Background: an optimization exercise with open tools, aiming at small area. Do not read the settings as production practice. Function was checked by simulation only, so behaviour that the tests miss may differ from the original. Power figures rest on the tool's default switching activity, not on a simulated workload.

==> flow/design.v (excerpt) <==
module cop1_fpu (
    input  wire        clk,
    input  wire        rst,
    input  wire        in_valid,
    output wire        in_ready,
    input  wire [4:0]  in_func,
    input  wire [1:0]  in_rm,
    input  wire [31:0] in_a,
    input  wire [31:0] in_b,
    output wire        out_valid,
    output wire [31:0] out_result,
    output wire [4:0]  out_flags
);
Settings: LEC_CHECK=0, CAP_MARGIN=20, CORE_MARGIN=2, CORE_UTILIZATION=60, CTS_BUF_LIST=sky130_fd_sc_hd__clkbuf_8, SLEW_MARGIN=20; clock period 22.0 ns.
standard.sh (not shown) runs the stock make flow with config.mk's settings and CLKGATE_MAP_FILE= SYNTH_SCRIPT=/design/flow/synth_recipe.tcl, a recipe that flattens the netlist after the stock synthesis.
==> flow/flow/run.sh <==
#!/bin/bash
# The standard layout, with the port buffers made of the smallest buffer cell
# (every input and output port still gets its own buffer).
set -euo pipefail
export BUFFER_PORTS_ARGS="-buffer_cell sky130_fd_sc_hd__buf_1"
bash standard.sh > standard_flow.log 2>&1
Rerun with:
--- a/flow/design.v
+++ b/flow/design.v
@@ -97,25 +97,27 @@
     wire [23:0] ma  = {ha, fa};
     wire [23:0] mb  = {hb, fb};
     wire f_add  = (f[4:1] == 4'b0000);
     wire f_mul  = (f == 5'h02);
     wire f_div  = (f == 5'h03);
     wire f_sqrt = (f == 5'h04);
     wire f_i2f  = (f[4:1] == 4'b1000);
     wire f_f2i  = (f[4:1] == 4'b1001);
     wire mag_lt;
     fpu_rlt #(.N(31)) u_lt (.a(in_a[30:0]), .b(in_b[30:0]), .lt(mag_lt));
-    wire mag_eq = (in_a[30:0] == in_b[30:0]);
+    wire mag_gt;
+    fpu_rlt #(.N(31)) u_gt (.a(in_b[30:0]), .b(in_a[30:0]), .lt(mag_gt));
+    wire mag_eq = ~mag_lt & ~mag_gt;
     wire both_zero = zero_a & zero_b;
     wire lt_total = (sa & ~sbi) |
                     (~sa & ~sbi & mag_lt) |
-                    (sa & sbi & ~mag_lt & ~mag_eq);
+                    (sa & sbi & mag_gt);
     wire eq  = ((sa == sbi) & mag_eq) | both_zero;
     wire lt  = lt_total & ~both_zero;
     wire pick_b = nan_a | (~nan_b & (lt_total ^ f[0]));    
     wire sub_a  = ~ha & fa_nz;
     wire norm_a = ha & ~(&ea);
     wire [9:0] cls = {nan_a & fa[22], snan_a,
                       ~sa & inf_a, ~sa & norm_a, ~sa & sub_a, ~sa & zero_a,
                        sa & zero_a, sa & sub_a, sa & norm_a, sa & inf_a};
     wire sb_eff  = sbi ^ f[0];
     wire eff_in  = sa ^ sb_eff;
@@ -448,60 +450,61 @@
             S_POST: begin
                 if (X[24]) begin shm = 2'd2; xwe = 1'b1; einc = 1'b1; end
                 nst = S_PACK;
             end
             S_PACK: begin
                 pk = 1'b1; nst = S_OUT;
             end
             default: nst = S_IDLE;
         endcase
     end
-    wire [34:0] N = (shm == 2'd1) ? {sum[33:0], sin} :
-                    (shm == 2'd2) ? {1'b0, sum[34:2], sum[1] | sum[0]} : sum;
+    wire x_l = xwe & (shm == 2'd1);
+    wire x_r = xwe & (shm == 2'd2);
+    wire x_n = xwe & (shm == 2'd0);
+    wire [34:0] w_next = ({35{accept}} & {ldbus, 3'b0})
+                       | ({35{pk}}     & {packbus, G})
+                       | ({35{qld}}    & {8'b0, Z, ~(tiny | w_zero)})
+                       | ({35{x_l}}    & {sum[33:0], sin})
+                       | ({35{x_r}}    & {1'b0, sum[34:2], sum[1] | sum[0]})
+                       | ({35{x_n}}    & sum);
+    wire w_en = accept | pk | qld | xwe;
     wire [31:0] packbus = {sgn,
                            e_ovf ? {7'h7f, to_inf} : (E[7:0] & {8{X[23]}}),
                            e_ovf ? {23{~to_inf}} : X[22:0]};
     wire [9:0] e_k = ek150 ? 10'h36a : ek127 ? 10'd127 : {{9{edec}}, einc | edec};
     wire [9:0] e_step;
     wire       e_stc;
     fpu_rca #(.N(10)) u_einc (.a(E), .b(e_k), .ci(1'b0), .s(e_step), .co(e_stc));
     wire [4:0] cnt_dec;
     wire       cnt_c;
     fpu_rca #(.N(5)) u_cdec (.a(cnt), .b(5'b11111), .ci(1'b0), .s(cnt_dec), .co(cnt_c));
     always @(posedge clk) begin
         if (rst) begin
             st <= S_IDLE;
         end else if (st == S_IDLE || st == S_OUT) begin
             st <= accept ? st_init : S_IDLE;
         end else begin
             st <= nst;
         end
+        if (w_en) {X, G} <= w_next;
         if (accept) begin
             op_u   <= f[0];
             rm     <= in_rm;
-            X      <= ldbus;
-            G      <= 3'b0;
             Y      <= y_init;
             Z      <= z_init;
             E      <= e_init;
             cnt    <= cnt_init;
             sgn    <= s_init;
             effsub <= eff_in;
             tiny   <= 1'b0;
             flg    <= hit ? ifl : 5'b0;
         end else begin
-            if (pk)
-                X <= packbus;
-            else if (qld)
-                {X, G} <= {8'b0, Z, ~(tiny | w_zero)};
-            else if (xwe)
-                {X, G} <= N;
             if (yshl)      Y <= {Y[25:3], 1'b0};
             if (zshl)      Z <= {Z[24:0], ~sum[34] & (st != S_MUL)};
             if (ehalf)     E <= {E[9], E[9:1]};
             else           E <= e_step;
             if (c25)       cnt <= 5'd25;
             else if (c26)  cnt <= 5'd26;
             else if (cdec) cnt <= cnt_dec;
             if (st == S_DIV)  tiny <= tiny | w_zero;
             if (st == S_NORM) begin
                 tiny <= e_le0 & ~(e_zero & carry0);
Result: Register-to-register slack loses 0.83 ns. Wire length shrinks by 2.1%. Worst hold slack gains 0.0094 ns. Flip-flop and latch count stays the same. Total power shrinks by 16%. Area after synthesis shrinks by 7.5%. Sequential power is about the same. Worst setup slack loses 0.83 ns. Die area shrinks by 7.3%. Utilization shrinks by 0.13 points. Clock skew grows by 0.0035 ns. Via count shrinks by 3.3%. Non-clock buffer count grows by 1.

-- what the ideal ports hide --
How much do the figures lean on ideal ports? The routed layouts below were timed once more, with nothing changed but the port constraints. Step 1: set_driving_cell puts a clkbuf_16 on clk and a buf_2 on each other input, an assumption about the parent block. Step 2 times the ports against the registers' clock, not the clock port: input delays grow and output delays shrink by t, the midpoint of the rising clock arrivals with the driver on. a / b / c = ideal ports / drivers / drivers and shift; a / b = the first two.
run	t, ns	setup slack, ns	worst register clock-pin slew, ns
the first run	0.508	5.498 / 5.498 / 5.498	0.09 / 0.09
the second run	0.512	4.666 / 4.666 / 4.666	0.09 / 0.09
After both steps setup and hold are still met in every run listed.
